From an optimization exercise on the open Yosys and OpenROAD flow, aimed at small area, a short achievable clock period and few clock cycles per item; shortcuts taken in it are not production practice.
RTL that was checked went through simulation tests only; none was proved equivalent to the original.
The RTL of runs 1 to 4 was laid out without a check of its function.

$ cat design/flow/flow/run.sh
#!/bin/bash
# Standard layout, with the timing repair aimed further below the clock period
# than the 5 ns SETUP_SLACK_MARGIN allows in config.mk, and plain buffers on the
# ports. Make's own output goes to make.log; each ORFS step writes its log
# under orfs/logs/.
set -euo pipefail
bash standard.sh 'BUFFER_PORTS_ARGS=-buffer_cell sky130_fd_sc_hd__buf_4' SETUP_SLACK_MARGIN=5.45 finish > make.log 2>&1
$ cat design/flow/standard.sh
#!/bin/bash
# synth_recipe.tcl (not shown) runs the flow's synth.tcl, then flattens the netlist and writes it again
# the make line also repeats each setting of config.mk as NAME=value (left out here)
make -C /OpenROAD-flow-scripts/flow DESIGN_CONFIG=/design/flow/config.mk WORK_HOME=/design/flow/orfs CLKGATE_MAP_FILE= SYNTH_SCRIPT=/design/flow/synth_recipe.tcl "${@:-finish}"
$ cat design/flow/config.mk
export PLATFORM = sky130hd
export DESIGN_NAME = cell_check
export DESIGN_NICKNAME = cell_check
export VERILOG_FILES = /design/flow/design.v
export SDC_FILE = /design/flow/constraint.sdc
export NUM_CORES = 4
export LEC_CHECK = 0
export CAP_MARGIN = 20
export CORE_MARGIN = 2
export CORE_UTILIZATION = 40
export CTS_BUF_LIST = sky130_fd_sc_hd__clkbuf_8
export CTS_CLUSTER_DIAMETER = 50
export CTS_CLUSTER_SIZE = 20
export SLEW_MARGIN = 20
$ cat design/flow/constraint.sdc
create_clock -name core_clock -period 8.0 [get_ports {clk}]
set_input_delay 1.6000 -clock core_clock [delete_from_list [all_inputs] [get_ports {clk}]]
set_output_delay 1.6000 -clock core_clock [all_outputs]
set_load 0.01 [all_outputs]
$ cat design/flow/design.v
module cell_check (
    input  wire        clk,
    input  wire        rst,
    input  wire        in_valid,
    output wire        in_ready,
    input  wire [31:0] in_data,      
    input  wire [3:0]  in_stream,    
    output reg         res_valid,    
    output reg  [1:0]  res_kind,     
    output reg  [3:0]  res_stream,
    output reg  [15:0] res_lost      
);
    localparam [31:0] POLY_R = 32'hEDB8_8320;    
    localparam [31:0] HC     = 32'h76AD_8866;
    localparam [1023:0] FM = {32'h826880EF, 32'hC35CC098, 32'hE3C6E0A3, 32'h71E37051, 32'hBA9938C7, 32'hDF241C8C, 32'h6F920E46, 32'hB5A187CC, 32'hD8B84309, 32'h6C5C2184, 32'hB446902D, 32'hD84BC8F9, 32'hEE4D6493, 32'h7726B249, 32'h3B935924, 32'h1DC9AC92, 32'h8C8C56A6, 32'h46462B53, 32'h232315A9, 32'h11918AD4, 32'h08C8C56A, 32'h046462B5, 32'h805AB1B5, 32'hC245D835, 32'h6122EC1A, 32'h3091760D, 32'h9A203BE9, 32'h4D101DF4, 32'h26880EFA, 32'h1344077D, 32'h09A203BE, 32'h04D101DF};
    function [31:0] crc_shift32;
        input [31:0] x;
        integer j;
        begin
            for (j = 0; j < 32; j = j + 1)
                crc_shift32[j] = ^(x & FM[32*j +: 32]);
        end
    endfunction
    function [31:0] bswap;
        input [31:0] w;
        bswap = {w[7:0], w[15:8], w[23:16], w[31:24]};
    endfunction
    localparam [1:0] S_W0  = 2'd0,   
                     S_W1  = 2'd1,   
                     S_PRE = 2'd2,   
                     S_DAT = 2'd3;   
    reg  [1:0]  st;
    reg         rdy;         
    reg  [6:0]  wcnt;        
    reg  [31:0] cx;          
    reg         dec;         
    reg  [31:0] acc;         
    wire        take = in_valid & rdy_st;
    wire        last = (wcnt == 7'd66);
    reg         idle;
    reg  [15:0] seq;         
    reg  [3:0]  cs;          
    wire        rdy_st = (st == S_W0) || (st == S_DAT);
    assign in_ready = rdy;
    always @(posedge clk) begin
        if (st == S_W1)
            cx <= ~bswap({5'd0, acc[27:17], acc[7:0], in_data[31:24]});
        else if (st == S_PRE)
            cx <= crc_shift32(cx) ^ bswap(acc);
        else if (st == S_DAT && take)
            cx <= crc_shift32(cx) ^ (last ? ~in_data : bswap(in_data));
        if (st == S_PRE)
            wcnt <= 7'd0;
        else if (take)
            wcnt <= wcnt + 7'd1;
        dec <= 1'b0;
        rdy <= 1'b1;
        if (rst)
            st <= S_W0;
        else begin
            case (st)
            S_W0:
                if (take) begin
                    st  <= S_W1;
                    rdy <= 1'b0;
                end
            S_W1: begin
                rdy <= 1'b0;
                if (in_valid) st <= S_PRE;
            end
            S_PRE: st <= S_DAT;
            default:
                if (take && last) begin
                    st  <= S_W0;
                    dec <= 1'b1;
                end
            endcase
        end
    end
    reg  [16:0] ring [0:15];
    reg  [3:0]  head;
    reg  [15:0] lseq;        
    reg         lsync;
    reg  [3:0]  lid;
    reg         dirty;       
    wire        hit   = (head == lid);
    wire        fetch = (lid != cs) && !dirty && (head == cs);
    integer k;
    always @(posedge clk) begin
        ring[0] <= hit ? {lsync & ~rst, lseq} : {ring[15][16] & ~rst, ring[15][15:0]};
        for (k = 1; k < 16; k = k + 1)
            ring[k] <= {ring[k-1][16] & ~rst, ring[k-1][15:0]};
        head <= rst ? 4'd0 : head + 4'd1;
    end
    reg  [4:0]  hcnt;
    reg         hbusy, hdone, hdr_ok;
    reg         dq;          
    wire [15:0] delta = idle ? seq : (lsync ? (lseq ^ seq) : 16'd0);
    wire [31:0] macc  = acc[0] ? ((acc >> 1) ^ POLY_R) : (acc >> 1);
    always @(posedge clk) begin
        if (st == S_W0 && take)
            acc <= in_data;
        else if (hbusy)
            acc <= (hcnt == 5'd0) ? 32'd0 : (macc ^ (dq ? HC : 32'd0));
        if (rst || dec) begin
            hbusy  <= 1'b0;
            hdone  <= 1'b0;
        end else if (!hbusy && !hdone && hdr_ok && lid == cs) begin
            hbusy <= 1'b1;
            hcnt  <= 5'd0;
        end else if (hbusy) begin
            dq   <= delta[{~hcnt[3], hcnt[2:0]}];
            hcnt <= hcnt + 5'd1;
            if (hcnt == 5'd16) begin
                hbusy <= 1'b0;
                hdone <= 1'b1;
            end
        end
        if (rst || dec)
            hdr_ok <= 1'b0;
        else if (st == S_PRE)
            hdr_ok <= 1'b1;
    end
    reg         ok_a, ok_b, dec2;
    wire [15:0] expv   = lsync ? lseq : seq;
    wire [15:0] exp1   = expv + 16'd1;
    wire [15:0] seq1   = seq + 16'd1;
    wire [15:0] nseq   = ok_a ? exp1 : seq1;
    wire        kind2  = !idle && !ok_a && ok_b;
    wire        upd    = dec2 && !idle && (ok_a || ok_b);
    always @(posedge clk) begin
        ok_a <= (cx == acc);                   
        ok_b <= (cx == 32'd0);                 
        dec2 <= dec & ~rst;
        if (rst) begin
            lsync <= 1'b0;
            dirty <= 1'b0;
            lid   <= 4'd0;
        end else if (upd) begin
            lseq  <= nseq;
            lsync <= 1'b1;
            dirty <= 1'b1;
        end else if (fetch) begin
            lseq  <= ring[15][15:0];
            lsync <= ring[15][16];
            lid   <= cs;
        end else if (hit)
            dirty <= 1'b0;
        if (st == S_PRE) begin
            cs   <= in_stream;
            seq  <= {acc[7:0], in_data[31:24]};
            idle <= (acc[31:28] == 4'd0);
        end
        res_valid  <= dec2 & ~rst;
        res_kind   <= idle ? (ok_a ? 2'd1 : 2'd3) : (ok_a ? 2'd0 : (ok_b ? 2'd2 : 2'd3));
        res_stream <= cs;
        res_lost   <= kind2 ? (seq - lseq) : 16'd0;
    end
endmodule
==> results of run 1 <==
[sequential cells by signal (all words and copies together) (netlist names), 5 cells and up]
signal and count:
ring 272, acc 32, cx 32, lseq 16, res_lost 16, seq 16
wcnt 7, hcnt 5
[logic make-up after synthesis]
kind of cell / Yosys count / synth area share
flops: 429 / 0.562
simple gates: 262 / 0.0738
fa+ha+maj: 43 / 0.0318
xor+xnor: 349 / 0.182
buf+inv: 154 / 0.0406
mux: 53 / 0.0347
compound gates: 203 / 0.0752
[metrics by stage]
stage                     instance area (sq um)  cells  setup WS, ns
after CTS                                 19200   2103          5.25
after floorplan                           17300   1493          5.34
final                                     19600   2130          5.30
after global routing                      19600   2130          5.24
after detailed placement                  18000   2011          4.87
after global placement                    18000   2011          4.88
[cell type report]
cell class | instances | area (sq um)
Clock buffer | 42 | 578
Clock inverter | 28 | 256
Fill cell | 3843 | 22600
Inverter | 66 | 248
Multi-Input combinational cell | 911 | 7130
Sequential cell | 429 | 9690
Tap cell | 539 | 674
Timing Repair Buffer | 115 | 978
[cells in the final DEF, fill, tap and decap left out, types with 5 or more instances in the layout]
| cell | n |
|---|---|
| mux2i_1 | 45 |
| nor3_1 | 8 |
| edfxtp_1 | 107 |
| nor4_1 | 11 |
| o211ai_1 | 6 |
| o21ai_0 | 51 |
| xor2_1 | 91 |
| a21oi_1 | 57 |
| mux4_2 | 5 |
| nand2_1 | 68 |
| inv_1 | 73 |
| nand2b_1 | 8 |
| nand3_1 | 17 |
| a22o_1 | 32 |
| clkbuf_8 | 42 |
| nand4_1 | 13 |
| nor2_1 | 85 |
| buf_4 | 89 |
| nor2b_1 | 23 |
| xnor2_2 | 21 |
| a211oi_1 | 22 |
| xnor2_1 | 231 |
| ha_1 | 36 |
| dfxtp_1 | 296 |
| buf_6 | 24 |
| inv_6 | 8 |
| o21ai_1 | 7 |
| dfxtp_2 | 25 |
[Yosys cell counts, drive strengths merged]
library cell	number
buf	47
nor3b	3
a22o	32
clkbuf	41
o21a	4
nor2	86
nor4bb	1
and2	3
xor2	94
nand4	14
a21oi	58
inv	66
nor4	12
xnor2	254
nand2	69
nand2b	8
o31ai	4
and3	2
a211o	3
nor3	12
or3	1
nand3b	1
mux2	3
fa	1
and4	2
a211oi	23
and4bb	1
mux2i	45
ha	42
nand3	18
a31oi	3
o21ai	60
mux4	5
nor4b	2
a21o	3
o21bai	4
o311ai	1
xnor3	1
or2	2
o211ai	6
edfxtp	107
nor2b	25
a21boi	2
dfxtp	322
[routing by layer]
| layer | routed length (um) | vias to the layer above | track usage | part of all wire |
|---|---|---|---|---|
| li1 | - | 5104 | - | - |
| met1 | 19100 | 5055 | 0.259 | 0.45 |
| met2 | 19600 | 286 | 0.309 | 0.46 |
| met3 | 2110 | 90 | 0.0280 | 0.050 |
| met4 | 1560 | 0 | 0.0755 | 0.037 |
| met5 | 0 | - | 0 | 0 |
[worst paths after layout]
kind	slack, ns	to	depth (start not counted)
hold reg to reg	0.30	ring[7][15]	0
setup / recovery	5.30	res_lost[2]	1
hold / removal	0.30	ring[7][15]	0
setup reg to reg	5.51	cx[9]	8
[what timing repair did]
item,CTS,global route
hold buffers,0,0
gates resized for setup,60,35
hold endpoints to repair,0,0
gates cloned,0,1
endpoints found under the setup margin,74,81
pin swaps,2,8
buffers inserted,22,26
==> results.toml, run 1 <==
[outcome]
status = "complete, no violations"

[critical_path]
critPathTopFamily = "flip-flops"
path_cells = "buf_6"
reg2reg_from = "cx[13]"
cp.arrival_ns = 1.10
max_stage_delay_ns = 0.34
worstPathMaxFanout = 1
worst_ep_required_time_ns = 6.40
cp-startpoint = "res_lost[2]"
cp-end-kind = "primary output"
path_class = "reg2out"
startpoint_type = "flip-flop"
crit_slowest_cell = "dfxtp_2"
cp.buffers_inverters = 1

[floorplanning]
ios = 63
rows = 75
die_w_um = 211
dieArea_sq_um = 44600
fp.dieH_um = 211
coreArea_sq_um = 42100
initial_core_util = 0.408

[timing]
relSlewSlack = 0.458
finalCriticalPeriod_ns = 2.70
timing.final.max_slew_violations = 0
post-route-period-util = 0.337
fmax_ghz = 0.371
finalSetupTns_ns = 0
finalSetupViolations = 0
worst_clock_skew_ns = 0.0324
whs_ns = 0.296
worstMarginPinSlew_ns = 0.813
hold_violations = 0
grt_setup_unrepaired = "true"

[grt]
antenna_found_initial = 1
grt_start_max_net_pins = 84
gr-total-overflow = 0
grt_pass1_wl_mm = 63.8
grt_pass1_vias = 10500
track_usage = 0.191

[drt]
wl_mm = 42.4
drt_first_pass_iters = 7
antenna_left = 0
post_drt_via_cell_ratio = 4.95
vias = 10500
drc_errors = 0
drt-initial-drc-count = 756
wl_per_cell_um = 19.9

[min_path]
hp-class = "reg2reg"
worstHoldStart = "ring[6][15]"

[cts]
cts_tree = "yes"
clock_path_buffers = 3
clk_pin_slew_ns = 0.12
clock_latency_ns = 0.64
clockRootBuffer = "clkbuf_8"
numCtsBuffers = 39
clock_sinks = 429
htree_levels = 2

[yosys]
yosysTopAreaCell = "dfxtp_1"
syn_inst = 1493
yosysTopAreaCellShare = 0.375
ys_seq_area_frac = 0.562
syn_area_sq_um = 17200
ys_top_cells_by_area = "dfxtp_1 (38%), edfxtp_1 (19%), xnor2_1 (13%), xor2_1 (4.7%), ha_1 (3.1%)"
yosys_warnings = 2
ys_ff_latch = 429
synth_fp_nets = 1575
synth.avg_cell_area_sq_um = 11.5
ys_types = 62

[placed_design]
port_buffers = 62
gp_congestion = 0.901
dp_hpwl_mm = 29.1

[final_layout]
nets = 1644
final_layout_size_suffix_gt1_frac = 0.172
final_util = 0.464
syn_to_final_growth_pct = 13.9
antenna_cells = 0

[flow_run]
maxCapViolCount = 0
==> inputs of run 2 (changes only) <==
==> design/flow/flow/run.sh (replaced) <==
#!/bin/bash
# Standard layout, with the timing repair aimed further below the clock period
# than the 5 ns SETUP_SLACK_MARGIN allows in config.mk, plain buffers on the
# ports and the clock tree settings below. Make's own output goes to make.log;
# each ORFS step writes its log under orfs/logs/.
set -euo pipefail
bash standard.sh 'BUFFER_PORTS_ARGS=-buffer_cell sky130_fd_sc_hd__buf_4' \
    'CTS_ARGS=-sink_clustering_enable -repair_clock_nets -sink_clustering_size 20 -sink_clustering_max_diameter 50 -buf_list sky130_fd_sc_hd__clkbuf_8 -dont_use_dummy_load' \
    SETUP_SLACK_MARGIN=5.6 finish > make.log 2>&1
--- a/design/flow/config.mk
+++ b/design/flow/config.mk
@@ -10,5 +10,2 @@
 export CORE_UTILIZATION = 40
-export CTS_BUF_LIST = sky130_fd_sc_hd__clkbuf_8
-export CTS_CLUSTER_DIAMETER = 50
-export CTS_CLUSTER_SIZE = 20
 export SLEW_MARGIN = 20
==> run 2 against run 1 <==
  * Clock-buffer cell count down 6
  * Critical path depth unchanged
  * Wire length decreased by 0.82%
  * Global-route usage shrank 0.43 points
  * Sequential cell count unchanged
  * Setup slack gained 0.082 ns
  * Synthesized cell count unchanged
  * Die area did not move
  * Utilization barely moved
==> results.toml, run 2 <==
[outcome]
status = "complete, no violations"

[grt]
grt_pass1_vias = 10300
track_usage = 0.187
grt_start_max_net_pins = 76
antenna_found_initial = 0
gr-total-overflow = 0
grt_pass1_wl_mm = 63.0

[drt]
antenna_left = 0
vias = 10600
wl_mm = 42.0
drt-initial-drc-count = 874
post_drt_via_cell_ratio = 5.04
wl_per_cell_um = 19.9
drc_errors = 0
drt_first_pass_iters = 7

[critical_path]
cp-end-kind = "primary output"
worst_ep_required_time_ns = 6.40
reg2reg_from = "cx[9]"
max_stage_delay_ns = 0.34
cp.buffers_inverters = 1
crit_slowest_cell = "dfxtp_2"
cp.arrival_ns = 1.02
path_class = "reg2out"
critPathTopFamily = "flip-flops"
reg2regPathDepth = 7
worstPathMaxFanout = 1
cp-startpoint = "res_lost[1]"
path_cells = "buf_6"
startpoint_type = "flip-flop"
crit_cells = 1

[timing]
grt_setup_unrepaired = "true"
timing.final.max_slew_violations = 0
whs_ns = 0.263
finalCriticalPeriod_ns = 2.62
worst_clock_skew_ns = 0.0665
worstMarginPinSlew_ns = 1.15
post-route-period-util = 0.327
relSlewSlack = 0.236
finalSetupTns_ns = 0
hold_violations = 0
finalSetupViolations = 0
fmax_ghz = 0.382

[final_layout]
final_layout_size_suffix_gt1_frac = 0.189
final_cell_mix = "dfxtp_1 (297), xnor2_1 (222), edfxtp_1 (107)"
fillers = 3814
design_area_sq_um = 19600
largest_register = "ring"
nets = 1653
fin_cells = 2108
syn_to_final_growth_pct = 14.0
antenna_cells = 0
final_common_cell = "dfxtp_1"
reg_top3 = "ring x272, acc x32, cx x32"
largest_reg_flops = 272

[cts]
holdBufCountCts = 0
clock_path_buffers = 3
cts_tree = "yes"
clock_sinks = 429
clk_pin_slew_ns = 0.11
clock_latency_ns = 0.57
clockRootBuffer = "clkbuf_8"
htree_levels = 2
numCtsBuffers = 36

[yosys]
yosys_warnings = 2
synth-edff-count = 107
async_flop_share = 0
synth_top_family_by_area = "XOR/XNOR gates"
ys_top_cells_by_count = "dfxtp_1 (322), xnor2_1 (248), edfxtp_1 (107), xor2_1 (93), nor2_1 (86)"
ys_ff_latch = 429
ys_types = 62
ys_seq_area_frac = 0.562
synth_fp_nets = 1575
synthSimpleGateAreaFrac = 0.0738
yosysTopAreaCell = "dfxtp_1"
yosysTopAreaCellShare = 0.375
ys.flop_type = "dfxtp_1"
muxShareOfSynthArea = 0.0347
syn_area_sq_um = 17200
synthMostInstantiatedCell = "dfxtp_1"
synth.avg_cell_area_sq_um = 11.5
synth_xor_area_frac = 0.182
ys_top_cells_by_area = "dfxtp_1 (38%), edfxtp_1 (19%), xnor2_1 (13%), xor2_1 (4.7%), ha_1 (3.1%)"
syn_inst = 1493
synth-compound-area-share = 0.0752
synthAdderAreaFrac = 0.0318

[flow_run]
maxCapViolCount = 0

[min_path]
whs_path_depth = 0
hp-class = "reg2reg"
worstHoldStart = "ring[11][13]"

[floorplanning]
fp.dieH_um = 211
die_w_um = 211
rows = 75
dieArea_sq_um = 44600
ios = 63
initial_core_util = 0.408
coreArea_sq_um = 42100

[placed_design]
port_buffers = 62
dp_hpwl_mm = 28.4
postPlaceCellArea_sq_um = 18000
gp_congestion = 0.921
place_inst = 2010
run 2: cell counts after synthesis:
Identical to the previous run, type by type.
run 2: worst paths after layout:
kind,to,slack (ns)
setup / recovery,res_lost[1],5.38
setup reg to reg,cx[25],5.61
hold reg to reg,ring[12][13],0.26
hold / removal,ring[12][13],0.26
run 2: metal layers:
layer  global-route usage  vias to the layer above  wire [um]  share of wire
li1                     -                     5094          -              -
met1                0.251                     5092      18100           0.43
met2                0.308                      350      19900           0.47
met3               0.0312                       78       2830          0.067
met4               0.0590                        0       1180          0.028
met5                    0                        -          0              0
run 2: logic make-up after synthesis:
group	after synthesis
AOI/OAI and AO/OA	203
xor gates and xnor gates	349
adders and majority gates	43
buffers and inverters	154
DFF	429
muxes	53
and+or+nand+nor	262
run 2: layout make-up:
| cell class | count | area, sq um | area share |
|---|---|---|---|
| Clock buffer | 36 | 495 | 0.0253 |
| Timing Repair Buffer | 125 | 1070 | 0.0546 |
| Multi-Input combinational cell | 913 | 7400 | 0.378 |
| Tap cell | 539 | 674 | 0.0344 |
| Sequential cell | 429 | 9700 | 0.495 |
| Inverter | 66 | 248 | 0.0127 |
run 2: repair_timing:
action                                  CTS  global route
pin swaps                                 8            21
cloned                                    0             3
buffers inserted                         34            25
endpoints found under the setup margin  128           171
gates resized for setup                  80            58
run 2: per-stage QoR:
| step | setup slack [ns] | util |
|---|---|---|
| 5_1_grt | 5.33 | 0.465 |
| 3_5_place_dp | 4.84 | 0.427 |
| 4_1_cts | 5.33 | 0.452 |
| 2_1_floorplan | 5.34 | - |
| 3_3_place_gp | 4.67 | 0.427 |
| 6_report | 5.38 | 0.465 |
==> inputs of run 3 (changes only) <==
--- a/design/flow/config.mk
+++ b/design/flow/config.mk
@@ -9,3 +9,4 @@
 export CORE_MARGIN = 2
-export CORE_UTILIZATION = 40
+export CORE_UTILIZATION = 65
+export PLACE_DENSITY = 0.75
 export SLEW_MARGIN = 20
==> run 3 against run 2 <==
  * Via count up 2.4%
  * Die area decreased by 38%
  * Register-to-register slack about the same
  * Critical endpoint is now res_lost[3]
  * Largest cell class unchanged
==> results.toml, run 3 <==
[final_layout]
largest_register = "ring"
final_cell_mix = "dfxtp_1 (296), xnor2_1 (224), edfxtp_1 (107)"
fillers = 1783
antenna_cells = 0
largest_reg_flops = 272
nets = 1652
syn_to_final_growth_pct = 12.3
final_layout_size_suffix_gt1_frac = 0.182
reg_top3 = "ring x272, acc x32, cx x32"
final_common_cell = "dfxtp_1"

[drt]
wl_per_cell_um = 21.2
post_drt_via_cell_ratio = 5.71
wl_mm = 40.3
drt_first_pass_iters = 5
vias = 10900
antenna_left = 0
drc_errors = 0
drt-initial-drc-count = 1068

[timing]
relSlewSlack = 0.506
worstMarginPinSlew_ns = 0.737
finalCriticalPeriod_ns = 2.62
finalSetupTns_ns = 0
finalSetupViolations = 0
fmax_ghz = 0.381
setup_slack_ns = 5.38
grt_setup_unrepaired = "true"
post-route-period-util = 0.328
timing.final.max_slew_violations = 0
worst_clock_skew_ns = 0.0696
hold_violations = 0

[flow_run]
maxCapViolCount = 0

[placed_design]
port_buffers = 62
place_ws_ns = 4.80
dp_hpwl_mm = 26.3
gp_congestion = 0.988

[cts]
clockRootBuffer = "clkbuf_8"
clock_latency_ns = 0.56
numCtsBuffers = 35
cts_tree = "yes"
htree_levels = 2
holdBufCountCts = 0
clock_path_buffers = 3
clock_sinks = 429
clk_pin_slew_ns = 0.11

[yosys]
syn_area_sq_um = 17200
yosysTopAreaCellShare = 0.375
yosysTopAreaCell = "dfxtp_1"
ys_ff_latch = 429
ys_seq_area_frac = 0.562
yosys_warnings = 2
async_flop_share = 0
synth-edff-count = 107
ys.flop_type = "dfxtp_1"
synth.avg_cell_area_sq_um = 11.5
synthMostInstantiatedCell = "dfxtp_1"
ys_top_cells_by_count = "dfxtp_1 (322), xnor2_1 (248), edfxtp_1 (107), xor2_1 (93), nor2_1 (86)"
syn_inst = 1493
synth_fp_nets = 1575
ys_top_cells_by_area = "dfxtp_1 (38%), edfxtp_1 (19%), xnor2_1 (13%), xor2_1 (4.7%), ha_1 (3.1%)"
ys_types = 62

[floorplanning]
fp.dieH_um = 167
die_w_um = 167
dieArea_sq_um = 27700
ios = 63
rows = 59
coreArea_sq_um = 26000
initial_core_util = 0.661

[critical_path]
r2r_slack_ns = 5.60
cp.buffers_inverters = 1
startpoint_type = "flip-flop"
crit_slowest_cell = "dfxtp_2"
max_stage_delay_ns = 0.34
worstPathMaxFanout = 1
worst_ep_required_time_ns = 6.40
path_cells = "buf_6"
cp-end-kind = "primary output"
path_class = "reg2out"
cp.arrival_ns = 1.02
critPathTopFamily = "flip-flops"

[min_path]
hp-class = "reg2reg"

[grt]
gr-total-overflow = 0
grt_pass1_vias = 10400
grt_start_max_net_pins = 52
grt_pass1_wl_mm = 60.9
track_usage = 0.286
antenna_found_initial = 0

[outcome]
status = "complete, no violations"
==> run 3: cell counts after synthesis <==
No cell type changed its count.
==> run 3: metrics by stage <==
step	std cells	instance area, sq um	hold slack (ns)	utilization
after floorplan	1493	17300	0.310	-
after global placement	1807	17700	0.310	0.682
after detailed placement	1807	17700	0.312	0.682
after CTS	1884	18800	0.254	0.725
after global routing	1903	19300	0.227	0.742
final	1903	19300	0.255	0.742
==> run 3: area by class of cell <==
class | instances | area (sq um) | area share
well taps | 335 | 419 | 0.0217
repair buffers | 125 | 1060 | 0.0552
clock buffers | 35 | 482 | 0.0250
inverters | 66 | 248 | 0.0128
multi-input cells | 913 | 7380 | 0.382
flip-flops and latches | 429 | 9700 | 0.503
==> run 3: routing by layer <==
layer,track usage,up-vias,share of wire
met2,0.455,532,0.46
li1,-,5097,-
met1,0.383,5118,0.40
met5,0,-,0
met4,0.139,0,0.054
met3,0.0480,126,0.090
==> run 3: cell families (layout without fill, tap and decap cells) <==
kind of cell	Yosys count	after routing	share of synthesized area
buf+inv	154	226	0.0406
simple gates	262	264	0.0738
xor+xnor	349	349	0.182
compound gates	203	204	0.0752
mux	53	53	0.0347
flops	429	429	0.562
fa+ha+maj	43	43	0.0318
==> run 3: worst paths after layout <==
check / from / end / cells after the start
worst min register to register: ring[6][15] / ring[7][15] / 0
worst max-delay path: res_lost[3] / res_lost[3] / 1
worst max register to register: cx[30] / cx[19] / 7
worst min-delay path: ring[6][15] / ring[7][15] / 0
==> run 3: what timing repair did <==
action | in CTS | in global routing
pin swaps | 9 | 19
buffers inserted | 41 | 17
endpoints found under the setup margin | 142 | 146
resized for setup | 75 | 55
gates cloned | 1 | 2
==> inputs of run 4 (changes only) <==
--- a/design/flow/flow/run.sh
+++ b/design/flow/flow/run.sh
@@ -7,3 +7,3 @@
 bash standard.sh 'BUFFER_PORTS_ARGS=-buffer_cell sky130_fd_sc_hd__buf_4' \
-    'CTS_ARGS=-sink_clustering_enable -repair_clock_nets -sink_clustering_size 20 -sink_clustering_max_diameter 50 -buf_list sky130_fd_sc_hd__clkbuf_8 -dont_use_dummy_load' \
+    'CTS_ARGS=-sink_clustering_enable -repair_clock_nets -sink_clustering_size 28 -sink_clustering_max_diameter 70 -buf_list sky130_fd_sc_hd__clkbuf_16 -dont_use_dummy_load' \
     SETUP_SLACK_MARGIN=5.6 finish > make.log 2>&1
--- a/design/flow/config.mk
+++ b/design/flow/config.mk
@@ -9,4 +9,3 @@
 export CORE_MARGIN = 2
-export CORE_UTILIZATION = 65
-export PLACE_DENSITY = 0.75
+export CORE_UTILIZATION = 40
 export SLEW_MARGIN = 20
==> run 4 against run 3 <==
  * Still clean on timing, DRC and antenna
  * Final cell count up 10%
  * Via count down 3.1%
  * Synthesized cell count unchanged
  * Critical path depth unchanged
  * Clock skew down 0.032 ns
  * Global-route usage down 9.9 points
  * Clock-buffer cell count down 13
  * Largest cell class unchanged
==> results.toml, run 4 <==
[outcome]
status = "complete, no violations"

[final_layout]
final_cell_mix = "dfxtp_1 (297), xnor2_1 (222), edfxtp_1 (107)"
final_common_cell = "dfxtp_1"
fillers = 3811
antenna_cells = 0
final_layout_size_suffix_gt1_frac = 0.181
largest_reg_flops = 272
largest_register = "ring"
reg_top3 = "ring x272, acc x32, cx x32"
nets = 1638
syn_to_final_growth_pct = 14.4

[critical_path]
max_stage_delay_ns = 0.33
cp.buffers_inverters = 1
critPathTopFamily = "flip-flops"
crit_slowest_cell = "dfxtp_2"
path_cells = "buf_6"
path_class = "reg2out"
startpoint_type = "flip-flop"
cp-end-kind = "primary output"
r2r_slack_ns = 5.64
worst_ep_required_time_ns = 6.40
cp.arrival_ns = 1.00
worstPathMaxFanout = 1

[floorplanning]
initial_core_util = 0.408
die_w_um = 211
dieArea_sq_um = 44600
coreArea_sq_um = 42100
ios = 63
rows = 75
fp.dieH_um = 211

[yosys]
yosysTopAreaCellShare = 0.375
yosysTopAreaCell = "dfxtp_1"
yosys_warnings = 2
synth-edff-count = 107
async_flop_share = 0
synthMostInstantiatedCell = "dfxtp_1"
syn_inst = 1493
synth_fp_nets = 1575
syn_area_sq_um = 17200
synth.avg_cell_area_sq_um = 11.5
ys.flop_type = "dfxtp_1"
ys_top_cells_by_count = "dfxtp_1 (322), xnor2_1 (248), edfxtp_1 (107), xor2_1 (93), nor2_1 (86)"
ys_seq_area_frac = 0.562
ys_ff_latch = 429
ys_top_cells_by_area = "dfxtp_1 (38%), edfxtp_1 (19%), xnor2_1 (13%), xor2_1 (4.7%), ha_1 (3.1%)"
ys_types = 62

[flow_run]
maxCapViolCount = 0

[placed_design]
place_ws_ns = 4.84
gp_congestion = 0.921
dp_hpwl_mm = 28.4
port_buffers = 62

[drt]
vias = 10500
drt-initial-drc-count = 1011
drt_first_pass_iters = 6
antenna_left = 0
wl_per_cell_um = 20.1
drc_errors = 0
post_drt_via_cell_ratio = 5.03
wl_mm = 42.1

[grt]
grt_start_max_net_pins = 76
gr-total-overflow = 0
track_usage = 0.186
grt_pass1_vias = 10100
grt_pass1_wl_mm = 62.5
antenna_found_initial = 1

[timing]
relSlewSlack = 0.245
post-route-period-util = 0.325
worstMarginPinSlew_ns = 1.13
finalCriticalPeriod_ns = 2.60
finalSetupTns_ns = 0
hold_violations = 0
timing.final.max_slew_violations = 0
setup_slack_ns = 5.40
worst_clock_skew_ns = 0.0376
whs_ns = 0.310
fmax_ghz = 0.385
finalSetupViolations = 0
grt_setup_unrepaired = "true"

[min_path]
hp-class = "reg2reg"

[cts]
clock_sinks = 429
clk_pin_slew_ns = 0.10
holdBufCountCts = 0
clock_path_buffers = 3
htree_levels = 1
cts_tree = "yes"
numCtsBuffers = 22
clock_latency_ns = 0.55
clockRootBuffer = "clkbuf_16"
-- run 4: area by class of cell --
type	instances	area [sq um]	area share
clock buffer	22	551	0.0280
inverter	66	248	0.0126
multi-input combinational	913	7430	0.378
sequential	429	9690	0.493
tap	539	674	0.0343
timing repair buffer	124	1060	0.0542
-- run 4: cell families (layout without fill, tap and decap cells) --
kind of cell	Yosys count	after routing	synth area share
compound gates	203	204	0.0752
simple gates	262	264	0.0738
buf+inv	154	212	0.0406
flops	429	429	0.562
mux	53	53	0.0347
fa+ha+maj	43	43	0.0318
xor+xnor	349	349	0.182
-- run 4: through the flow --
| stage | cells | area [sq um] | utilization |
|---|---|---|---|
| after floorplan | 1493 | 17300 | - |
| after detailed placement | 2010 | 18000 | 0.427 |
| after CTS | 2067 | 19100 | 0.453 |
| after global placement | 2010 | 18000 | 0.427 |
| after global routing | 2093 | 19700 | 0.467 |
| final | 2093 | 19700 | 0.467 |
-- run 4: worst paths after layout --
kind / start / end / depth (start not counted)
min reg2reg: ring[11][14] / ring[12][14] / 0
max: res_lost[7] / res_lost[7] / 1
max reg2reg: cx[11] / cx[17] / 7
min: ring[11][14] / ring[12][14] / 0
-- run 4: metal layers --
metal  global-route usage  wire length [um]
met5                    0                12
met3               0.0342              2660
met2                0.304             19800
met1                0.247             18400
met4               0.0716              1240
-- run 4: repair_timing --
action,4_1_cts,5_1_grt
gates cloned,2,1
setup endpoints to repair,169,128
endpoints found under the hold margin,0,0
pin swaps,7,21
buffers inserted,33,25
gates resized for setup,77,65
==> inputs of run 5 (changes only) <==
--- a/design/flow/design.v
+++ b/design/flow/design.v
@@ -94,4 +94,2 @@
     end
-    reg  [4:0]  hcnt;
-    reg         hbusy, hdone, hdr_ok;
     reg         dq;          
@@ -99,2 +97,4 @@
     wire [31:0] macc  = acc[0] ? ((acc >> 1) ^ POLY_R) : (acc >> 1);
+    wire        hwin  = (wcnt[6:4] == 3'd3) || (wcnt == 7'd64);
+    wire [3:0]  hcnt  = wcnt[3:0];
     always @(posedge clk) begin
@@ -102,22 +102,6 @@
             acc <= in_data;
-        else if (hbusy)
-            acc <= (hcnt == 5'd0) ? 32'd0 : (macc ^ (dq ? HC : 32'd0));
-        if (rst || dec) begin
-            hbusy  <= 1'b0;
-            hdone  <= 1'b0;
-        end else if (!hbusy && !hdone && hdr_ok && lid == cs) begin
-            hbusy <= 1'b1;
-            hcnt  <= 5'd0;
-        end else if (hbusy) begin
-            dq   <= delta[{~hcnt[3], hcnt[2:0]}];
-            hcnt <= hcnt + 5'd1;
-            if (hcnt == 5'd16) begin
-                hbusy <= 1'b0;
-                hdone <= 1'b1;
-            end
+        else if (st == S_DAT && take && hwin) begin
+            dq  <= delta[{~hcnt[3], hcnt[2:0]}];
+            acc <= (wcnt == 7'd48) ? 32'd0 : (macc ^ (dq ? HC : 32'd0));
         end
-        if (rst || dec)
-            hdr_ok <= 1'b0;
-        else if (st == S_PRE)
-            hdr_ok <= 1'b1;
     end
--- a/design/flow/flow/run.sh
+++ b/design/flow/flow/run.sh
@@ -8,2 +8,2 @@
     'CTS_ARGS=-sink_clustering_enable -repair_clock_nets -sink_clustering_size 28 -sink_clustering_max_diameter 70 -buf_list sky130_fd_sc_hd__clkbuf_16 -dont_use_dummy_load' \
-    SETUP_SLACK_MARGIN=5.6 finish > make.log 2>&1
+    SETUP_SLACK_MARGIN=5.75 finish > make.log 2>&1
==> run 5 against run 4 <==
  * Global-route usage up 0.95 points
  * Non-clock buffer count up 48
  * Fmax down 0.54%
  * Sequential cell count down 8
  * Via count up 3.8%
  * Sequential share of layout area down 4.4 points
  * Clock skew up 0.0076 ns
  * Critical path depth unchanged
  * Area after synthesis down 1.5%
==> results.toml, run 5 <==
[floorplanning]
ios = 63
die_w_um = 210
initial_core_util = 0.404
coreArea_sq_um = 41900
dieArea_sq_um = 44000
rows = 75
fp.dieH_um = 210

[grt]
grt_pass1_wl_mm = 65.1
gr-total-overflow = 0
grt_pass1_vias = 10400
track_usage = 0.196
grt_start_max_net_pins = 56
antenna_found_initial = 0

[yosys]
synth-edff-count = 102
yosysTopAreaCell = "dfxtp_1"
async_flop_share = 0
yosys_warnings = 2
ys_types = 66
synthMostInstantiatedCell = "dfxtp_1"
ys_top_cells_by_count = "dfxtp_1 (319), xnor2_1 (237), edfxtp_1 (102), nor2_1 (87), xor2_1 (86)"
ys_ff_latch = 421
ys_top_cells_by_area = "dfxtp_1 (38%), edfxtp_1 (18%), xnor2_1 (12%), xor2_1 (4.5%), ha_1 (3.0%)"
synth.avg_cell_area_sq_um = 11.5
ys.flop_type = "dfxtp_1"
syn_inst = 1478
syn_area_sq_um = 16900
yosysTopAreaCellShare = 0.377
synth_fp_nets = 1559
ys_seq_area_frac = 0.558

[min_path]
whs_path_depth = 0
hp-class = "reg2reg"
worstHoldStart = "ring[6][6]"

[critical_path]
r2r_slack_ns = 5.66
path_cells = "buf_6"
worstPathMaxFanout = 1
worst_ep_required_time_ns = 6.40
cp-startpoint = "res_kind[0]"
cp.arrival_ns = 1.01
critPathTopFamily = "flip-flops"
path_class = "reg2out"
crit_slowest_cell = "dfxtp_2"
max_stage_delay_ns = 0.35
crit_cells = 1
startpoint_type = "flip-flop"
cp-end-kind = "primary output"
cp.buffers_inverters = 1
reg2regPathDepth = 9
reg2reg_from = "cx[3]"

[final_layout]
final_common_cell = "dfxtp_1"
final_cell_mix = "dfxtp_1 (292), xnor2_1 (145), buf_4 (131)"
final_layout_size_suffix_gt1_frac = 0.305
largest_register = "ring"
reg_top3 = "ring x272, acc x32, cx x32"
largest_reg_flops = 272
syn_to_final_growth_pct = 24.8
fin_cells = 2131
nets = 1675
antenna_cells = 0

[drt]
wl_per_cell_um = 20.6
drc_errors = 0
post_drt_via_cell_ratio = 5.13
antenna_left = 0
drt-initial-drc-count = 842
drt_first_pass_iters = 5
wl_mm = 44.0
vias = 10900

[cts]
htree_levels = 1
clk_pin_slew_ns = 0.10
clock_path_buffers = 3
numCtsBuffers = 22
cts_tree = "yes"
clock_sinks = 421
clockRootBuffer = "clkbuf_16"
clock_latency_ns = 0.55

[timing]
grt_setup_unrepaired = "true"
fmax_ghz = 0.383
timing.final.max_slew_violations = 0
finalSetupViolations = 0
whs_ns = 0.286
worstMarginPinSlew_ns = 0.770
finalSetupTns_ns = 0
relSlewSlack = 0.484
hold_violations = 0
worst_clock_skew_ns = 0.0452
post-route-period-util = 0.326
finalCriticalPeriod_ns = 2.61

[flow_run]
maxCapViolCount = 0

[placed_design]
gp_congestion = 0.903
dp_hpwl_mm = 28.5
port_buffers = 62
place_inst = 1999

[outcome]
status = "complete, no violations"
[run 5: routing by layer]
metal  vias to the layer above  wire length (um)  global-route usage
li1                       5154                 -                   -
met2                       395             19900               0.311
met1                      5283             19000               0.267
met4                         0              2140              0.0775
met5                         -                 0                   0
met3                       110              2900              0.0347
[run 5: cell families (layout without fill, tap and decap cells)]
logic type                 after synthesis  after routing  share of synthesized area
muxes                                   50             50                     0.0323
AOI/OAI and AO/OA                      215            216                     0.0807
adders and majority gates               42             42                     0.0315
and+or+nand+nor                        264            268                     0.0764
DFF                                    421            421                      0.558
xor gates and xnor gates               338            338                      0.182
buffers and inverters                  148            257                     0.0390
[run 5: through the flow]
stage	setup slack, ns	cell area (sq um)	util
after global placement	4.63	18100	0.432
after floorplan	5.37	17400	-
after CTS	5.34	20000	0.478
after detailed placement	4.59	18100	0.432
final	5.39	21100	0.505
after global routing	5.34	21100	0.505
[run 5: path summary, 6_finish.rpt]
path / end
worst min register to register: ring[7][6]
worst max-delay path: res_kind[0]
worst max register to register: cx[26]
worst min-delay path: ring[7][6]
[run 5: repair_timing]
item,4_1_cts,5_1_grt
setup endpoints to repair,203,104
pin swaps,37,89
gates resized for setup,172,117
cloned,6,1
setup buffers,61,42
hold buffers,0,0
[run 5: final cells by class]
class                           instances  area [sq um]
Fill cell                            3637         20700
Tap cell                              539           674
Sequential cell                       421          9490
Timing Repair Buffer                  172          1560
Inverter                               63           251
Multi-Input combinational cell        914          8600
Clock buffer                           22           551
Testbench counts of run 5, summed over its fixed seeds: cycles 89,624, cells 1,280.
==> inputs of run 6 (changes only) <==
--- a/design/flow/flow/run.sh
+++ b/design/flow/flow/run.sh
@@ -8,2 +8,2 @@
     'CTS_ARGS=-sink_clustering_enable -repair_clock_nets -sink_clustering_size 28 -sink_clustering_max_diameter 70 -buf_list sky130_fd_sc_hd__clkbuf_16 -dont_use_dummy_load' \
-    SETUP_SLACK_MARGIN=5.75 finish > make.log 2>&1
+    SETUP_SLACK_MARGIN=5.5 finish > make.log 2>&1
==> run 6 against run 5 <==
  * Still clean
  * Sequential share of layout area is 4.5 points higher
  * Via count is 4.5% lower
  * Final cell count is 2.4% lower
  * Hold slack better by 0.0056 ns
  * Critical endpoint is now res_lost[2]
==> results.toml, run 6 <==
[yosys]
ys_top_cells_by_area = "dfxtp_1 (38%), edfxtp_1 (18%), xnor2_1 (12%), xor2_1 (4.5%), ha_1 (3.0%)"
synth-edff-count = 102
async_flop_share = 0
syn_area_sq_um = 16900
yosys_warnings = 2
ys_types = 66
yosysTopAreaCell = "dfxtp_1"
synthMostInstantiatedCell = "dfxtp_1"
ys_top_cells_by_count = "dfxtp_1 (319), xnor2_1 (237), edfxtp_1 (102), nor2_1 (87), xor2_1 (86)"
synth_fp_nets = 1559
ys_ff_latch = 421
yosysTopAreaCellShare = 0.377
syn_inst = 1478
ys.flop_type = "dfxtp_1"
ys_seq_area_frac = 0.558
synth.avg_cell_area_sq_um = 11.5

[drt]
drt-initial-drc-count = 894
vias = 10500
drc_errors = 0
antenna_left = 0
post_drt_via_cell_ratio = 5.03
wl_mm = 40.0
wl_per_cell_um = 19.2
drt_first_pass_iters = 5

[grt]
grt_pass1_wl_mm = 60.8
grt_start_max_net_pins = 51
met3_usage = 0.0189
grt_pass1_vias = 10100
gr-total-overflow = 0
antenna_found_initial = 1
grt_util_met1 = 0.255
track_usage = 0.180
busiest_layer = "met2"
grt_util_met2 = 0.298

[floorplanning]
rows = 75
coreArea_sq_um = 41900
ios = 63
initial_core_util = 0.404
dieArea_sq_um = 44000
fp.dieH_um = 210
die_w_um = 210

[critical_path]
max_stage_delay_ns = 0.33
cp.arrival_ns = 0.98
crit_slowest_cell = "dfxtp_2"
path_cells = "buf_6"
worst_ep_required_time_ns = 6.40
path_class = "reg2out"
critPathTopFamily = "flip-flops"
cp-end-kind = "primary output"
worstPathMaxFanout = 1
cp.buffers_inverters = 1
startpoint_type = "flip-flop"

[min_path]
hp-class = "reg2reg"

[final_layout]
antenna_cells = 0
reg_top3 = "ring x272, acc x32, cx x32"
syn_to_final_growth_pct = 13.4
largest_reg_flops = 272
regArea_sq_um = 9490
fillers = 3889
final_layout_size_suffix_gt1_frac = 0.169
final_common_cell = "dfxtp_1"
multi_input_area_sq_um = 7160
nets = 1624
final_cell_mix = "dfxtp_1 (292), xnor2_1 (215), edfxtp_1 (102)"
largest_register = "ring"

[placed_design]
port_buffers = 62
dp_hpwl_mm = 28.0
gp_congestion = 0.918

[cts]
cts_tree = "yes"
clock_latency_ns = 0.54
htree_levels = 1
clock_sinks = 421
clockRootBuffer = "clkbuf_16"
clk_pin_slew_ns = 0.09
numCtsBuffers = 23
clock_path_buffers = 3

[timing]
grt_setup_unrepaired = "true"
finalCriticalPeriod_ns = 2.58
finalSetupTns_ns = 0
fmax_ghz = 0.388
worst_clock_skew_ns = 0.0443
hold_violations = 0
worstMarginPinSlew_ns = 0.804
post-route-period-util = 0.322
relSlewSlack = 0.462
finalSetupViolations = 0
timing.final.max_slew_violations = 0

[outcome]
status = "complete, no violations"

[flow_run]
maxCapViolCount = 0
## run 6: cell count changes in the layout (fill, tap and decap cells not counted), moves of 20 or more
cell / previous run / this run
xnor2_1: 145 / 215
xnor2_2: 89 / 34
buf_4: 131 / 96
nor2_4: 30 / 1
nor2_1: 58 / 86
inv_1: 40 / 62
ha_1: 14 / 34
inv_2: 21 / 1
## run 6: cell families after synthesis
logic type,synth area share
AND/OR/NAND/NOR,0.0764
multiplexers,0.0323
adder cells (fa/ha/maj),0.0315
buffers and inverters,0.0390
XOR/XNOR,0.182
flip-flops,0.558
AO/OA/AOI/OAI,0.0807
## run 6: area by class of cell
type,count,area share
inverter,63,0.0123
timing repair buffer,124,0.0555
sequential,421,0.494
clock buffer,23,0.0300
multi-input combinational,910,0.373
tap,539,0.0351
## run 6: routing by layer
layer	part of all wire	wire length, um
met1	0.45	18100
met2	0.47	18700
met3	0.059	2360
met4	0.023	925
met5	0	0
## run 6: worst paths after layout
check	startpoint	end	slack (ns)	cells after the start
setup / recovery	res_lost[2]	res_lost[2]	5.42	1
hold / removal	ring[1][5]	ring[2][5]	0.29	0
setup reg to reg	cx[27]	cx[16]	5.57	8
hold reg to reg	ring[1][5]	ring[2][5]	0.29	0
## run 6: timing repair
action / 4_1_cts / 5_1_grt
pin swaps: 6 / 6
resized for setup: 60 / 40
hold buffers: 0 / 0
setup buffers: 31 / 25
endpoints found under the setup margin: 130 / 109
cloned: 0 / 1
## run 6: through the flow
| step | hold WS [ns] | instances | util | setup WS [ns] | cell area (sq um) |
|---|---|---|---|---|---|
| after CTS | 0.290 | 2054 | 0.449 | 5.39 | 18800 |
| after global placement | 0.310 | 2000 | 0.425 | 4.69 | 17800 |
| after detailed placement | 0.312 | 2000 | 0.425 | 4.68 | 17800 |
| final | 0.292 | 2080 | 0.459 | 5.42 | 19200 |
| after global routing | 0.294 | 2080 | 0.459 | 5.37 | 19200 |
| after floorplan | 0.310 | 1478 | - | 5.37 | 17000 |
==> inputs of run 7 (changes only) <==
--- a/design/flow/flow/run.sh
+++ b/design/flow/flow/run.sh
@@ -8,2 +8,2 @@
     'CTS_ARGS=-sink_clustering_enable -repair_clock_nets -sink_clustering_size 28 -sink_clustering_max_diameter 70 -buf_list sky130_fd_sc_hd__clkbuf_16 -dont_use_dummy_load' \
-    SETUP_SLACK_MARGIN=5.5 finish > make.log 2>&1
+    SETUP_SLACK_MARGIN=5.4 finish > make.log 2>&1
==> run 7 against run 6 <==
  * First-iteration DRC count rose by 5.5%
  * Via count hardly changed
  * Synthesized cell count unchanged
  * Final area shrank 1.4%
  * Hold slack better by 0.00091 ns
  * Non-clock buffer count fell by 3
==> results.toml, run 7 <==
[cts]
clk_pin_slew_ns = 0.10
clock_path_buffers = 3
numCtsBuffers = 20
clockRootBuffer = "clkbuf_16"
htree_levels = 1
clock_latency_ns = 0.53
clock_sinks = 421
cts_tree = "yes"

[timing]
fmax_ghz = 0.388
finalCriticalPeriod_ns = 2.58
timing.final.max_slew_violations = 0
worstMarginPinSlew_ns = 0.764
post-route-period-util = 0.322
finalSetupViolations = 0
hold_violations = 0
finalSetupTns_ns = 0
grt_setup_unrepaired = "true"
worst_clock_skew_ns = 0.0353
whs_ns = 0.292
relSlewSlack = 0.488

[yosys]
ys_ff_latch = 421
synth-edff-count = 102
yosysTopAreaCellShare = 0.377
ys.flop_type = "dfxtp_1"
ys_top_cells_by_count = "dfxtp_1 (319), xnor2_1 (237), edfxtp_1 (102), nor2_1 (87), xor2_1 (86)"
ys_types = 66
syn_inst = 1478
yosysTopAreaCell = "dfxtp_1"
synth.avg_cell_area_sq_um = 11.5
syn_area_sq_um = 16900
yosys_warnings = 2
ys_top_cells_by_area = "dfxtp_1 (38%), edfxtp_1 (18%), xnor2_1 (12%), xor2_1 (4.5%), ha_1 (3.0%)"
synth_fp_nets = 1559
ys_seq_area_frac = 0.558
synthMostInstantiatedCell = "dfxtp_1"
async_flop_share = 0

[critical_path]
reg2regPathDepth = 9
cpMostUsedCell = "xnor2_1"
cp.arrival_ns = 2.81
crit_slowest_cell = "dfxtp_2"
path_cells = "inv_1 > ha_1 > nand3_1 > buf_4 > nor3_1 > a211oi_1 > xnor2_1 > xnor2_1 > mux2i_1"
crit_cells = 9
cp.buffers_inverters = 2
path_class = "reg2reg"
cp-end-kind = "flip-flop"
critPathTopFamily = "flip-flops"
worstPathMaxFanout = 29
reg2reg_from = "wcnt[0]"
worst_ep_required_time_ns = 8.23
max_stage_delay_ns = 0.61
startpoint_type = "flip-flop"
r2r_slack_ns = 5.42
reg2reg_to = "cx[19]"

[drt]
wl_per_cell_um = 19.6
drt_first_pass_iters = 7
antenna_left = 0
drc_errors = 0
drt-initial-drc-count = 943
wl_mm = 40.6
vias = 10500
post_drt_via_cell_ratio = 5.04

[flow_run]
maxCapViolCount = 0

[placed_design]
dp_hpwl_mm = 28.6
port_buffers = 62
gp_congestion = 0.896

[outcome]
status = "complete, no violations"

[floorplanning]
coreArea_sq_um = 41900
fp.dieH_um = 210
rows = 75
die_w_um = 210
dieArea_sq_um = 44000
ios = 63
initial_core_util = 0.404

[min_path]
holdPathEnd = "ring[3][2]"
whs_path_depth = 0
worstHoldStart = "ring[2][2]"
hp-class = "reg2reg"

[grt]
antenna_found_initial = 0
grt_pass1_vias = 9698
track_usage = 0.182
grt_start_max_net_pins = 58
grt_pass1_wl_mm = 60.4
gr-total-overflow = 0

[final_layout]
final_cell_mix = "dfxtp_1 (298), xnor2_1 (222), edfxtp_1 (102)"
final_layout_size_suffix_gt1_frac = 0.149
reg_top3 = "ring x272, acc x32, cx x32"
final_common_cell = "dfxtp_1"
final_util = 0.452
largest_reg_flops = 272
nets = 1618
antenna_cells = 0
syn_to_final_growth_pct = 11.8
largest_register = "ring"
==> run 7: worst max path at each step <==
stage                        start      to  slack [ns]
final                      wcnt[0]  cx[19]        5.42
after global routing       wcnt[0]  cx[19]        5.28
after CTS                    cx[0]  cx[27]        5.36
after detailed placement  in_valid  acc[3]        4.69
after global placement    in_valid  acc[3]        4.73
after floorplan           in_valid  acc[0]        5.37
==> run 7: cell families (layout without fill, tap and decap cells) <==
logic type,Yosys count,in the layout,synth area share
AND/OR/NAND/NOR,264,265,0.0764
buffers and inverters,148,204,0.0390
AO/OA/AOI/OAI,215,215,0.0807
adder cells (fa/ha/maj),42,42,0.0315
multiplexers,50,50,0.0323
XOR/XNOR,338,338,0.182
flip-flops,421,421,0.558
==> run 7: area by class of cell <==
cell class	instances	area, sq um
timing repair buffer	121	1000
clock buffer	20	500
sequential	421	9480
multi-input combinational	910	7030
tap	539	674
inverter	63	236
fill	3932	22900
==> run 7: repair_timing <==
item | CTS | global route
pin swaps | 3 | 1
setup buffers | 20 | 33
hold buffers | 0 | 0
gates cloned | 0 | 1
resized for setup | 27 | 40
hold endpoints to repair | 0 | 0
setup endpoints to repair | 121 | 77
==> run 7: through the flow <==
step | area, sq um | setup slack (ns) | cells
floorplan | 17000 | 5.37 | 1478
global placement | 17700 | 4.73 | 2000
detailed placement | 17700 | 4.69 | 2000
CTS | 18500 | 5.36 | 2040
global route | 18900 | 5.28 | 2074
finish | 18900 | 5.42 | 2074
==> run 7: per-layer routing <==
| metal | up-vias | wire length [um] | global-route usage |
|---|---|---|---|
| met3 | 72 | 2640 | 0.0263 |
| met2 | 343 | 17500 | 0.274 |
| met5 | - | 0 | 0 |
| met4 | 0 | 1370 | 0.0580 |
| li1 | 5014 | - | - |
| met1 | 5029 | 19100 | 0.269 |
==> inputs of run 8 (changes only) <==
--- a/design/flow/flow/run.sh
+++ b/design/flow/flow/run.sh
@@ -8,2 +8,2 @@
     'CTS_ARGS=-sink_clustering_enable -repair_clock_nets -sink_clustering_size 28 -sink_clustering_max_diameter 70 -buf_list sky130_fd_sc_hd__clkbuf_16 -dont_use_dummy_load' \
-    SETUP_SLACK_MARGIN=5.4 finish > make.log 2>&1
+    SETUP_SLACK_MARGIN=5.6 finish > make.log 2>&1
==> run 8 against run 7 <==
  * Still clean on timing, DRC and antenna
  * Register-to-register slack better by 0.16 ns
  * Die area stayed put
  * Utilization is 1.6 points higher
==> results.toml, run 8 <==
[outcome]
status = "complete, no violations"

[min_path]
hp-class = "reg2reg"
whs_path_depth = 0

[final_layout]
syn_to_final_growth_pct = 15.7
nets = 1626
fin_cells = 2082
antenna_cells = 0
reg_top3 = "ring x272, acc x32, cx x32"
largest_register = "ring"
largest_reg_flops = 272
final_layout_size_suffix_gt1_frac = 0.198
fillers = 3817
final_util = 0.468
final_common_cell = "dfxtp_1"
final_cell_mix = "dfxtp_1 (293), xnor2_1 (197), edfxtp_1 (102)"

[grt]
gr-total-overflow = 0
grt_pass1_vias = 10100
grt_pass1_wl_mm = 62.5
track_usage = 0.188
grt_start_max_net_pins = 98
antenna_found_initial = 2

[yosys]
ys_types = 66
synthMostInstantiatedCell = "dfxtp_1"
yosys_warnings = 2
syn_inst = 1478
ys_top_cells_by_area = "dfxtp_1 (38%), edfxtp_1 (18%), xnor2_1 (12%), xor2_1 (4.5%), ha_1 (3.0%)"
async_flop_share = 0
ys_ff_latch = 421
ys.flop_type = "dfxtp_1"
syn_area_sq_um = 16900
ys_seq_area_frac = 0.558
ys_top_cells_by_count = "dfxtp_1 (319), xnor2_1 (237), edfxtp_1 (102), nor2_1 (87), xor2_1 (86)"
yosysTopAreaCellShare = 0.377
yosysTopAreaCell = "dfxtp_1"
synth.avg_cell_area_sq_um = 11.5
synth-edff-count = 102
synth_fp_nets = 1559

[critical_path]
path_cells = "buf_6"
reg2regPathDepth = 8
worst_ep_required_time_ns = 6.40
r2r_slack_ns = 5.58
cp-end-kind = "primary output"
crit_cells = 1
path_class = "reg2out"
crit_slowest_cell = "dfxtp_2"
max_stage_delay_ns = 0.33
critPathTopFamily = "flip-flops"
cp.arrival_ns = 1.00
cp.buffers_inverters = 1
worstPathMaxFanout = 1
startpoint_type = "flip-flop"

[timing]
worst_clock_skew_ns = 0.0431
hold_violations = 0
post-route-period-util = 0.325
relSlewSlack = 0.358
grt_setup_unrepaired = "true"
finalSetupViolations = 0
finalSetupTns_ns = 0
timing.final.max_slew_violations = 0
finalCriticalPeriod_ns = 2.60
setup_slack_ns = 5.40
worstMarginPinSlew_ns = 0.954
fmax_ghz = 0.385

[placed_design]
place_ws_ns = 4.63
gp_congestion = 0.895
port_buffers = 62
place_inst = 1998
dp_hpwl_mm = 27.9

[drt]
wl_per_cell_um = 20.3
drt-initial-drc-count = 1154
post_drt_via_cell_ratio = 5.13
vias = 10700
drt_first_pass_iters = 5
antenna_left = 0
wl_met3_mm = 3.53
met1_length_mm = 18.6
drc_errors = 0
wl_mm = 42.3
routed.top_layer = "met5"
wl_met2_mm = 18.7

[cts]
numCtsBuffers = 23
clock_path_buffers = 3
clock_latency_ns = 0.56
clk_pin_slew_ns = 0.09
clock_sinks = 421
cts_tree = "yes"
holdBufCountCts = 0
htree_levels = 1
clockRootBuffer = "clkbuf_16"

[floorplanning]
initial_core_util = 0.404
rows = 75
coreArea_sq_um = 41900
die_w_um = 210
fp.dieH_um = 210
dieArea_sq_um = 44000
ios = 63

[flow_run]
maxCapViolCount = 0
==> run 8: worst paths after layout <==
check,startpoint,end
setup / recovery,res_lost[3],res_lost[3]
hold / removal,ring[4][11],ring[5][11]
setup reg to reg,cx[27],cx[16]
hold reg to reg,ring[4][11],ring[5][11]
==> run 8: cells by family after synthesis <==
family          Yosys count  synth area share
simple gates            264            0.0764
fa+ha+maj                42            0.0315
buf+inv                 148            0.0390
xor+xnor                338             0.182
flops                   421             0.558
compound gates          215            0.0807
mux                      50            0.0323
==> run 8: timing repair <==
action,in CTS,in global routing
cloned,1,2
buffers inserted,41,17
setup endpoints to repair,161,83
pin swaps,14,24
gates resized for setup,90,75
==> run 8: through the flow <==
step	cell area (sq um)	hold WS, ns
global route	19600	0.304
finish	19600	0.302
global placement	17800	0.310
CTS	19000	0.305
floorplan	17100	0.310
detailed placement	17800	0.312
==> run 8: worst register-to-register path, stage by stage, from the launching register on <==
cell and delay (ns):
edfxtp_1 0.49, inv_1 0.12, ha_4 0.34, xor2_1 0.26, xnor2_2 0.17, xnor2_1 0.14
xnor2_2 0.30, xor2_1 0.20, mux2i_1 0.08
==> run 8: area by class of cell <==
| cell class | count | area [sq um] | area share |
|---|---|---|---|
| Tap cell | 539 | 674 | 0.0344 |
| Clock buffer | 23 | 576 | 0.0294 |
| Inverter | 63 | 236 | 0.0121 |
| Timing Repair Buffer | 124 | 1050 | 0.0538 |
| Sequential cell | 421 | 9490 | 0.484 |
| Multi-Input combinational cell | 912 | 7560 | 0.386 |
==> run 8: per-layer routing <==
layer,vias up,GRT usage
li1,5047,-
met1,5109,0.269
met2,439,0.292
met3,87,0.0287
met4,4,0.0609
met5,-,0
==> inputs of run 9 (changes only) <==
--- a/design/flow/flow/run.sh
+++ b/design/flow/flow/run.sh
@@ -6,4 +6,4 @@
 set -euo pipefail
-bash standard.sh 'BUFFER_PORTS_ARGS=-buffer_cell sky130_fd_sc_hd__buf_4' \
+bash standard.sh 'BUFFER_PORTS_ARGS=-buffer_cell sky130_fd_sc_hd__buf_2' \
     'CTS_ARGS=-sink_clustering_enable -repair_clock_nets -sink_clustering_size 28 -sink_clustering_max_diameter 70 -buf_list sky130_fd_sc_hd__clkbuf_16 -dont_use_dummy_load' \
-    SETUP_SLACK_MARGIN=5.6 finish > make.log 2>&1
+    SETUP_SLACK_MARGIN=5.5 finish > make.log 2>&1
==> run 9 against run 8 <==
  * Still clean on timing, DRC and antenna
  * Register-to-register slack got worse by 0.07 ns
  * Global-route usage decreased by 0.63 points
  * Hold slack got worse by 0.033 ns
  * Clock skew increased by 0.012 ns
  * Final area decreased by 2.3%
  * Critical path type unchanged
==> results.toml, run 9 <==
[outcome]
status = "complete, no violations"

[final_layout]
nets = 1628
syn_to_final_growth_pct = 13.1
fillers = 3876
final_common_cell = "dfxtp_1"
reg_top3 = "ring x272, acc x32, cx x32"
final_layout_size_suffix_gt1_frac = 0.164
largest_reg_flops = 272
final_cell_mix = "dfxtp_1 (305), xnor2_1 (217), edfxtp_1 (102)"
design_area_sq_um = 19100
largest_register = "ring"
antenna_cells = 0

[cts]
htree_levels = 1
clock_latency_ns = 0.56
clockRootBuffer = "clkbuf_16"
numCtsBuffers = 27
holdBufCountCts = 0
clock_sinks = 421
cts_tree = "yes"
clock_path_buffers = 3
clk_pin_slew_ns = 0.10

[timing]
setup_slack_ns = 5.40
worst_clock_skew_ns = 0.0547
timing.final.max_slew_violations = 0
post-route-period-util = 0.326
relSlewSlack = 0.534
worstMarginPinSlew_ns = 0.695
finalSetupViolations = 0
fmax_ghz = 0.384
finalCriticalPeriod_ns = 2.60
finalSetupTns_ns = 0
grt_setup_unrepaired = "true"
hold_violations = 0

[grt]
gr-total-overflow = 0
grt_pass1_vias = 9870
grt_start_max_net_pins = 66
grt_pass1_wl_mm = 60.2
antenna_found_initial = 0
track_usage = 0.182

[yosys]
synthMostInstantiatedCell = "dfxtp_1"
yosysTopAreaCellShare = 0.377
syn_inst = 1478
syn_area_sq_um = 16900
ys_top_cells_by_count = "dfxtp_1 (319), xnor2_1 (237), edfxtp_1 (102), nor2_1 (87), xor2_1 (86)"
synth_fp_nets = 1559
synth.avg_cell_area_sq_um = 11.5
ys_types = 66
ys_ff_latch = 421
ys.flop_type = "dfxtp_1"
ys_seq_area_frac = 0.558
yosysTopAreaCell = "dfxtp_1"
yosys_warnings = 2
ys_top_cells_by_area = "dfxtp_1 (38%), edfxtp_1 (18%), xnor2_1 (12%), xor2_1 (4.5%), ha_1 (3.0%)"
synth-edff-count = 102
async_flop_share = 0

[drt]
wl_per_cell_um = 19.5
drc_errors = 0
drt_first_pass_iters = 5
vias = 10500
wl_mm = 40.7
antenna_left = 0
post_drt_via_cell_ratio = 5.02
drt-initial-drc-count = 921

[critical_path]
critPathTopFamily = "flip-flops"
path_class = "reg2out"
startpoint_type = "flip-flop"
max_stage_delay_ns = 0.32
cp-startpoint = "res_lost[14]"
worst_ep_required_time_ns = 6.40
reg2reg_from = "cx[30]"
cp-end-kind = "primary output"
worstPathMaxFanout = 1
crit_slowest_cell = "dfxtp_1"
cp.buffers_inverters = 1
path_cells = "buf_2"
cp.arrival_ns = 1.00

[floorplanning]
coreArea_sq_um = 41900
rows = 75
initial_core_util = 0.404
ios = 63
dieArea_sq_um = 44000
fp.dieH_um = 210
die_w_um = 210

[placed_design]
dp_hpwl_mm = 27.7
port_buffers = 62
postPlaceCellArea_sq_um = 17600
place_ws_ns = 4.66
gp_congestion = 0.898

[flow_run]
maxCapViolCount = 0

[min_path]
worstHoldStart = "ring[2][6]"
hp-class = "reg2reg"
run 9: cell counts after synthesis:
No cell type changed its count.
run 9: cell families after synthesis:
group,Yosys count,share of synthesized area
buf+inv,148,0.0390
simple gates,264,0.0764
compound gates,215,0.0807
mux,50,0.0323
fa+ha+maj,42,0.0315
xor+xnor,338,0.182
flops,421,0.558
run 9: worst register-to-register path: stages, from the launching register on:
cell	delay, ns
edfxtp_1	0.47
inv_1	0.23
ha_1	0.40
xnor2_1	0.21
xnor2_1	0.29
xnor2_1	0.14
xnor2_1	0.29
xnor2_1	0.16
mux2i_1	0.09
run 9: area by class of cell:
class | instances | area, sq um | share of cell area
multi-input cells | 910 | 7210 | 0.376
inverters | 63 | 236 | 0.0124
flip-flops and latches | 421 | 9470 | 0.495
clock buffers | 27 | 676 | 0.0353
well taps | 539 | 674 | 0.0352
repair buffers | 124 | 881 | 0.0460
run 9: worst paths after layout:
path                        to  slack [ns]  depth (start not counted)
hold / removal      ring[3][6]        0.27                          0
hold reg to reg     ring[3][6]        0.27                          0
setup reg to reg        cx[19]        5.51                          8
setup / recovery  res_lost[14]        5.40                          1
run 9: timing repair:
item,CTS,global route
buffers inserted,31,26
gates resized for setup,35,46
cloned,1,0
setup endpoints to repair,151,128
pin swaps,3,15
run 9: per-stage QoR:
| step | std cells | utilization | hold slack [ns] |
|---|---|---|---|
| after CTS | 2057 | 0.447 | 0.272 |
| after floorplan | 1478 | - | 0.310 |
| final | 2084 | 0.457 | 0.269 |
| after global placement | 1998 | 0.421 | 0.310 |
| after detailed placement | 1998 | 0.421 | 0.312 |
| after global routing | 2084 | 0.457 | 0.271 |
run 9: layer usage:
layer  vias to the layer above  GRT usage  wire [um]
li1                       5036          -          -
met1                      5028      0.243      17800
met2                       318      0.296      18700
met3                        75     0.0335       2830
met4                         0     0.0614       1360
met5                         -          0          0

## static timing again, ports no longer ideal
The flow's constraints put no driver on any port. The routed layouts listed below were extracted and timed again, unchanged, in two steps.
Step 1 assumes that a clkbuf_16 drives the clock port and a buf_2 every other input.
Step 2, shift: input delay + t, output delay - t, t = (earliest + latest rising clock arrival at the registers) / 2. This alone moves slack from input paths to output paths.
Slacks: no drivers / after step 1 / after step 2; pairs: no drivers / after step 1.
run | t, ns | slack for setup (ns) | worst setup path at the end | slew at the worst register clock pin (ns) | cell pins on the clock port's net
run 1 | 0.667 | 5.302 / 5.254 / 4.950 | input to register | 0.12 / 0.12 | 1
run 2 | 0.585 | 5.384 / 5.337 / 5.051 | input to register | 0.11 / 0.11 | 1
run 3 | 0.583 | 5.378 / 5.329 / 5.160 | input to register | 0.11 / 0.11 | 1
run 4 | 0.580 | 5.402 / 5.354 / 5.142 | input to register | 0.10 / 0.10 | 1
run 5 | 0.582 | 5.388 / 5.337 / 5.097 | input to register | 0.10 / 0.10 | 1
run 6 | 0.568 | 5.425 / 5.374 / 5.033 | input to register | 0.10 / 0.10 | 1
run 7 | 0.564 | 5.422 / 5.375 / 4.954 | input to register | 0.10 / 0.10 | 1
run 8 | 0.587 | 5.404 / 5.352 / 5.022 | input to register | 0.10 / 0.10 | 1
run 9 | 0.586 | 5.395 / 5.343 / 5.005 | input to register | 0.10 / 0.10 | 1
After both steps every run listed still meets setup and hold. For run 7, which loses most, drivers alone change the setup slack by -0.047 ns; drivers and shift together by -0.468 ns.
